Background: an optimization exercise with open tools, aiming at small area, a short achievable clock period and few clock cycles per item. Do not read the settings as production practice.
In this exercise RTL edits were held to simulation tests only and were not proved equivalent to the original.

==> design.v <==
module damask_ga (
    input  wire        clk,
    input  wire        rst,         
    input  wire        start,       
    input  wire [47:0] acc,         
    input  wire [7:0]  dks,         
    input  wire [3:0]  cls,         
    input  wire [15:0] age_gmax,    
    input  wire        age_en,      
    output reg         dec_rd,      
    output reg  [3:0]  dec_cls,     
    output reg  [5:0]  dec_idx,     
    input  wire [15:0] dec_data,    
    output reg         done,        
    output reg  [15:0] ga,          
    output reg         age_cap      
);
    localparam [3:0] S_IDLE = 4'd0,
                     S_A    = 4'd1,
                     S_E    = 4'd2,
                     S_RD1  = 4'd3,
                     S_W0   = 4'd4,
                     S_W1   = 4'd5,
                     S_DIV  = 4'd6,
                     S_PREP = 4'd7,
                     S_OUT  = 4'd8;
    reg [3:0]  state;
    reg [47:0] a;
    reg [6:0]  j;           
    reg [15:0] f;           
    reg        mode;        
    reg [15:0] d0;          
    reg [15:0] v;           
    reg [29:0] rem;         
    reg [18:0] quo;         
    reg [4:0]  bitn;        
    wire [55:0] a_prod = acc * dks + 56'd64;
    wire [48:0] a_shr  = a_prod[55:7];
    wire [47:0] a_sat  = a_shr[48] ? 48'hFFFF_FFFF_FFFF : a_shr[47:0];
    reg [5:0] lz;
    integer k;
    always @(*) begin
        lz = 6'd0;
        for (k = 0; k < 48; k = k + 1)
            if (a[k])
                lz = k[5:0];
    end
    wire [47:0] a_sh  = a >> (lz - 6'd16);
    wire [23:0] x_val = {({1'b0, lz} - 7'd26), 18'd0} + {6'd0, a_sh[15:0], 2'b00};
    wire signed [16:0] dd0   = $signed({1'b0, dec_data}) - 17'sd32768;
    wire signed [44:0] lin_p = dd0 * $signed({1'b0, a[26:0]});
    wire signed [44:0] lin_s = lin_p >>> 26;
    wire signed [44:0] lin_v = lin_s + 45'sd32768;
    wire [33:0] ip = d0 * (17'd65536 - {1'b0, f}) + dec_data * f + 34'd32768;
    wire [35:0] v_sh  = {20'd0, v} << bitn;
    wire [35:0] trial = {6'd0, rem} - v_sh;
    wire        fits  = ({6'd0, rem} >= v_sh);
    wire [31:0] gmax_v = age_gmax * v;
    always @(posedge clk) begin
        if (rst) begin
            state   <= S_IDLE;
            done    <= 1'b0;
            dec_rd  <= 1'b0;
            dec_cls <= 4'd0;
            dec_idx <= 6'd0;
        end else begin
            done   <= 1'b0;
            dec_rd <= 1'b0;
            case (state)
                S_IDLE: begin
                    if (start)
                        state <= S_A;
                end
                S_A: begin
                    a     <= a_sat;
                    state <= S_E;
                end
                S_E: begin
                    mode    <= (a >= 48'h400_0000);
                    j       <= x_val[22:16];
                    f       <= x_val[15:0];
                    dec_rd  <= 1'b1;
                    dec_cls <= cls;
                    if (a < 48'h400_0000)
                        dec_idx <= 6'd0;
                    else if (x_val[22:16] >= 7'd63)
                        dec_idx <= 6'd63;
                    else
                        dec_idx <= x_val[21:16];
                    state   <= S_RD1;
                end
                S_RD1: begin
                    dec_rd  <= 1'b1;
                    dec_idx <= (j >= 7'd63) ? 6'd63 : j[5:0] + 6'd1;
                    state   <= S_W0;
                end
                S_W0: begin
                    d0 <= dec_data;
                    if (!mode) begin
                        v     <= lin_v[15:0];
                        state <= S_W1;
                    end else if (j >= 7'd63) begin
                        v     <= dec_data;
                        state <= S_W1;
                    end else
                        state <= S_W1;
                end
                S_W1: begin
                    if (mode && j < 7'd63)
                        v <= ip[31:16];
                    state <= S_PREP;
                end
                S_PREP: begin
                    rem   <= 30'h2000_0000 + {15'd0, v[15:1]};
                    quo   <= 19'd0;
                    bitn  <= 5'd18;
                    state <= S_DIV;
                end
                S_DIV: begin
                    if (fits) begin
                        rem       <= trial[29:0];
                        quo[bitn] <= 1'b1;
                    end
                    if (bitn == 5'd0)
                        state <= S_OUT;
                    else
                        bitn <= bitn - 5'd1;
                end
                S_OUT: begin
                    if (!age_en) begin
                        ga      <= 16'd16384;
                        age_cap <= 1'b0;
                    end else if (quo >= {3'd0, age_gmax}) begin
                        ga      <= age_gmax;
                        age_cap <= (gmax_v < 32'h2000_0000);
                    end else begin
                        ga      <= quo[15:0];
                        age_cap <= 1'b0;
                    end
                    done  <= 1'b1;
                    state <= S_IDLE;
                end
                default: state <= S_IDLE;
            endcase
        end
    end
endmodule
==> run.sh <==
#!/bin/bash
# synth_recipe.tcl (not shown) runs the flow's synth.tcl, then flattens the netlist and writes it again
# the make line also repeats each setting of config.mk as NAME=value (left out here)
make -C /OpenROAD-flow-scripts/flow DESIGN_CONFIG=/design/flow/config.mk WORK_HOME=/design/flow/orfs CLKGATE_MAP_FILE= SYNTH_SCRIPT=/design/flow/synth_recipe.tcl finish
==> config.mk <==
export PLATFORM = sky130hd
export DESIGN_NAME = damask_ga
export DESIGN_NICKNAME = damask_ga
export VERILOG_FILES = /design/flow/design.v
export SDC_FILE = /design/flow/constraint.sdc
export NUM_CORES = 4
export LEC_CHECK = 0
export CAP_MARGIN = 20
export CORE_MARGIN = 2
export CORE_UTILIZATION = 40
export CTS_CLUSTER_DIAMETER = 60
export CTS_CLUSTER_SIZE = 12
export SLEW_MARGIN = 20
==> constraint.sdc <==
create_clock -name core_clock -period 12.0 [get_ports {clk}]
set_input_delay 2.4000 -clock core_clock [delete_from_list [all_inputs] [get_ports {clk}]]
set_output_delay 2.4000 -clock core_clock [all_outputs]
set_load 0.01 [all_outputs]
==> impl_metrics.env <==
export IMPL_antenna_found_initial=10
export IMPL_finalSetupViolCount=0
export IMPL_synth_top_cell_area_share=0.4045
export IMPL_cp_common_cell="fa_1"
export IMPL_drive_gt1_frac=0.03455
export IMPL_grt_max_degree=68
export IMPL_synthFlopType="edfxtp_1"
export IMPL_synth_area_um2=61380
export IMPL_clk_pin_slew_ns=0.09
export IMPL_fmax_ghz=0.09560
export IMPL_wl_mm=164.0
export IMPL_synth_nets=8712
export IMPL_cts_tree="yes"
export IMPL_place_congestion=0.9067
export IMPL_cp_max_fo=17
export IMPL_synthCells=6774
export IMPL_die_h_um=395.7
export IMPL_coreArea_um2=152100
export IMPL_die_area_um2=156600
export IMPL_outcome="timing/DRC/antenna clean"
export IMPL_vias_per_cell=5.139
export IMPL_drc=0
export IMPL_htreeDepth=4
export IMPL_end_kind="flop"
export IMPL_ctsHoldBuffers=0
export IMPL_grt_use_total=0.2173
export IMPL_worst_slew_pin_slew_ns=1.223
export IMPL_cts_sinks=189
export IMPL_syn_to_final_growth_pct=6.193
export IMPL_rows=143
export IMPL_ant_nets=0
export IMPL_post_route_period_util=0.8717
export IMPL_grt_pass1_wl_mm=270.3
export IMPL_synth_edf_count=173
export IMPL_yosys_area_share_simple=0.1720
export IMPL_fin_worst_skew_ns=0.02656
export IMPL_vias=44800
export IMPL_worstPathRequired_ns=12.27
export IMPL_layout_commonest_cell="inv_1"
export IMPL_synth_async_reset_ratio=0
export IMPL_relSlewSlack=0.1849
export IMPL_finalInstanceArea_um2=65180
export IMPL_cts_buffers=17
export IMPL_synth_seq_cells=189
export IMPL_first_pass_iters=8
export IMPL_synthXorXnorAreaFrac=0.01784
export IMPL_synth_seq_area_share=0.08986
export IMPL_muxShareOfSynthArea=0.02697
export IMPL_post_cts_buffers=0
export IMPL_critPathKind="flop to flop"
export IMPL_fin_crit_ns=10.46
export IMPL_die_x_um=395.7
export IMPL_final_max_slew_viol_count=0
export IMPL_crit_path_start_kind="flop"
export IMPL_synthAdderAreaFrac=0.5272
export IMPL_rsz0062_at_grt="false"
export IMPL_maxCapViolations=0
export IMPL_avgRoutedWirePerCell_um=18.81
export IMPL_ys_warn_count=1
export IMPL_grt_pass1_vias=48190
export IMPL_grt_overflow=0
export IMPL_hold_path_class="flop to flop"
export IMPL_avgSynthCellArea_um2=9.060
export IMPL_slowest_delay_ns=0.74
export IMPL_hpwl_mm=126.8
export IMPL_synthDistinctLibCells=80
export IMPL_pin_count=125
export IMPL_synth_top_family_by_area="adder cells"
export IMPL_place_area_um2=64540
export IMPL_cts_resized_gates=0
export IMPL_start_util=0.4036
export IMPL_worstSkewPairLatency_ns=0.54
export IMPL_hold_viol_final=0
export IMPL_worst_path_max_delay_cell="edfxtp_1"
export IMPL_final_cell_mix="inv_1 (1428), fa_1 (1240), nand2_1 (1002)"
export IMPL_ctsRootBufferMaster="clkbuf_16"
export IMPL_drt_iter0_drc=2942
export IMPL_fin_setup_tns_ns=0
export IMPL_synth_compound_area_frac=0.05612
export IMPL_cp_data_arrival_time_ns=10.73
export IMPL_yosys_area_top_type="fa_1"
export IMPL_finalNetCount=8610
export IMPL_io_buffers=124
export IMPL_cts_buffer_depth=2
export IMPL_synthTopCellsByArea="fa_1 (40%), ha_1 (12%), inv_1 (8.7%)"
[flip-flops by register name, indices dropped and copies added, names as in the netlist, 6 cells and up]
name / cells
a: 48
d0: 16
dec_idx: 6
f: 14
ga: 16
j: 7
quo: 19
rem: 30
v: 16
[path summary, 6_finish.rpt]
check	start	endpoint	slack [ns]	depth (start not counted)
hold / removal	dec_cls[3]	dec_cls[3]	0.47	2
setup reg to reg	f[3]	v[14]	1.54	31
hold reg to reg	dec_cls[3]	dec_cls[3]	0.47	2
setup / recovery	f[3]	v[14]	1.54	31
[cell families (layout without fill, tap and decap cells)]
family          Yosys count  in the layout
compound gates          525            525
xor+xnor                125            125
fa+ha+maj              1842           1842
buf+inv                1780           1691
flops                   189            189
mux                     155            155
other cells               0              3
simple gates           2158           2158
[synth_stat cells (8+ instances only)]
master and n:
a211oi_1 20, nand2b_1 56, nand3_1 47, ha_1 602, and2_1 670, a21o_1 50
a31oi_1 28, nor3_1 50, buf_2 8, dfxtp_1 16, nor2_1 151, buf_1 20
nor2b_1 44, o21ai_0 100, or3_1 18, nand2_1 1003, o221ai_1 11, nor3b_1 9
o21bai_1 22, xnor2_1 71, clkbuf_1 308, mux2i_1 135, o21a_1 24, fa_1 1240
edfxtp_1 173, and3_1 31, xor2_1 54, mux2_2 13, o31ai_1 12, a21oi_1 150
a211o_1 10, nor4_1 11, nand4_1 17, or2_2 26, o211ai_1 14, a22oi_1 10
a21boi_0 9, buf_4 8, inv_1 1428
[per-stage QoR]
| stage | hold WS, ns | setup WS [ns] | instances | util |
|---|---|---|---|---|
| floorplan | 0.4805 | 2.647 | 6774 | - |
| global placement | 0.4449 | 1.352 | 8682 | 0.4244 |
| detailed placement | 0.4546 | 1.254 | 8682 | 0.4244 |
| CTS | 0.4666 | 1.539 | 8714 | 0.4284 |
| global route | 0.4929 | 0.9177 | 8718 | 0.4286 |
| finish | 0.4650 | 1.540 | 8718 | 0.4286 |
[metal layers]
layer  up-vias  part of all wire  global-route usage
met5         -           0.00021                   0
met4         6             0.019             0.04787
met3       185             0.058             0.02717
met2      1305              0.47              0.3541
met1     22910              0.46              0.3092
li1      20400                 -                   -
[area by class of cell]
cell class / count / area (um^2)
multi-input combinational: 4805 / 49190
antenna: 3 / 7.507
clock buffer: 17 / 425.4
sequential: 189 / 5515
inverter: 1432 / 5375
fill: 15040 / 86910
tap: 2030 / 2540
timing repair buffer: 227 / 1932
clock inverter: 15 / 190.2
[critical path: cells and delay by family, from the launching register on]
family,cells,cell delay (ns)
flops,1,0.74
xor+xnor,1,0.60
mux,1,0.12
buf+inv,5,0.75
simple gates,7,1.65
compound gates,7,1.72
fa+ha+maj,10,4.63
Testbench counts, summed over its fixed seeds: cycles 432,000, lamps 16,000.

[afterwards: timing with drivers on the ports]
In the flow no input, the clock included, has a driving cell. The finished layout below was timed again as built, in two steps. Step 1 (the two cells are an assumption about what drives the block):
set clk [get_ports {clk}]
set_driving_cell -lib_cell sky130_fd_sc_hd__clkbuf_16 $clk
set_driving_cell -lib_cell sky130_fd_sc_hd__buf_2 [delete_from_list [all_inputs] $clk]
Step 2 times the ports against the registers' clock, not the clock port: input delays grow and output delays shrink by t, the midpoint of the rising clock arrivals with the driver on. a / b / c = ideal ports / drivers / drivers and shift; a / b = the first two.
t (ns): 0.593
slack for setup (ns): 1.540 / 1.540 / 1.274
hold WS [ns]: 0.465 / 0.465 / 0.465
worst setup path after step 2: input to register
pins driven straight from the clock port: 1
After both steps setup and hold are still met in this run. The setup slack of this run moves by 0.000 ns with the drivers and by -0.266 ns with both steps.
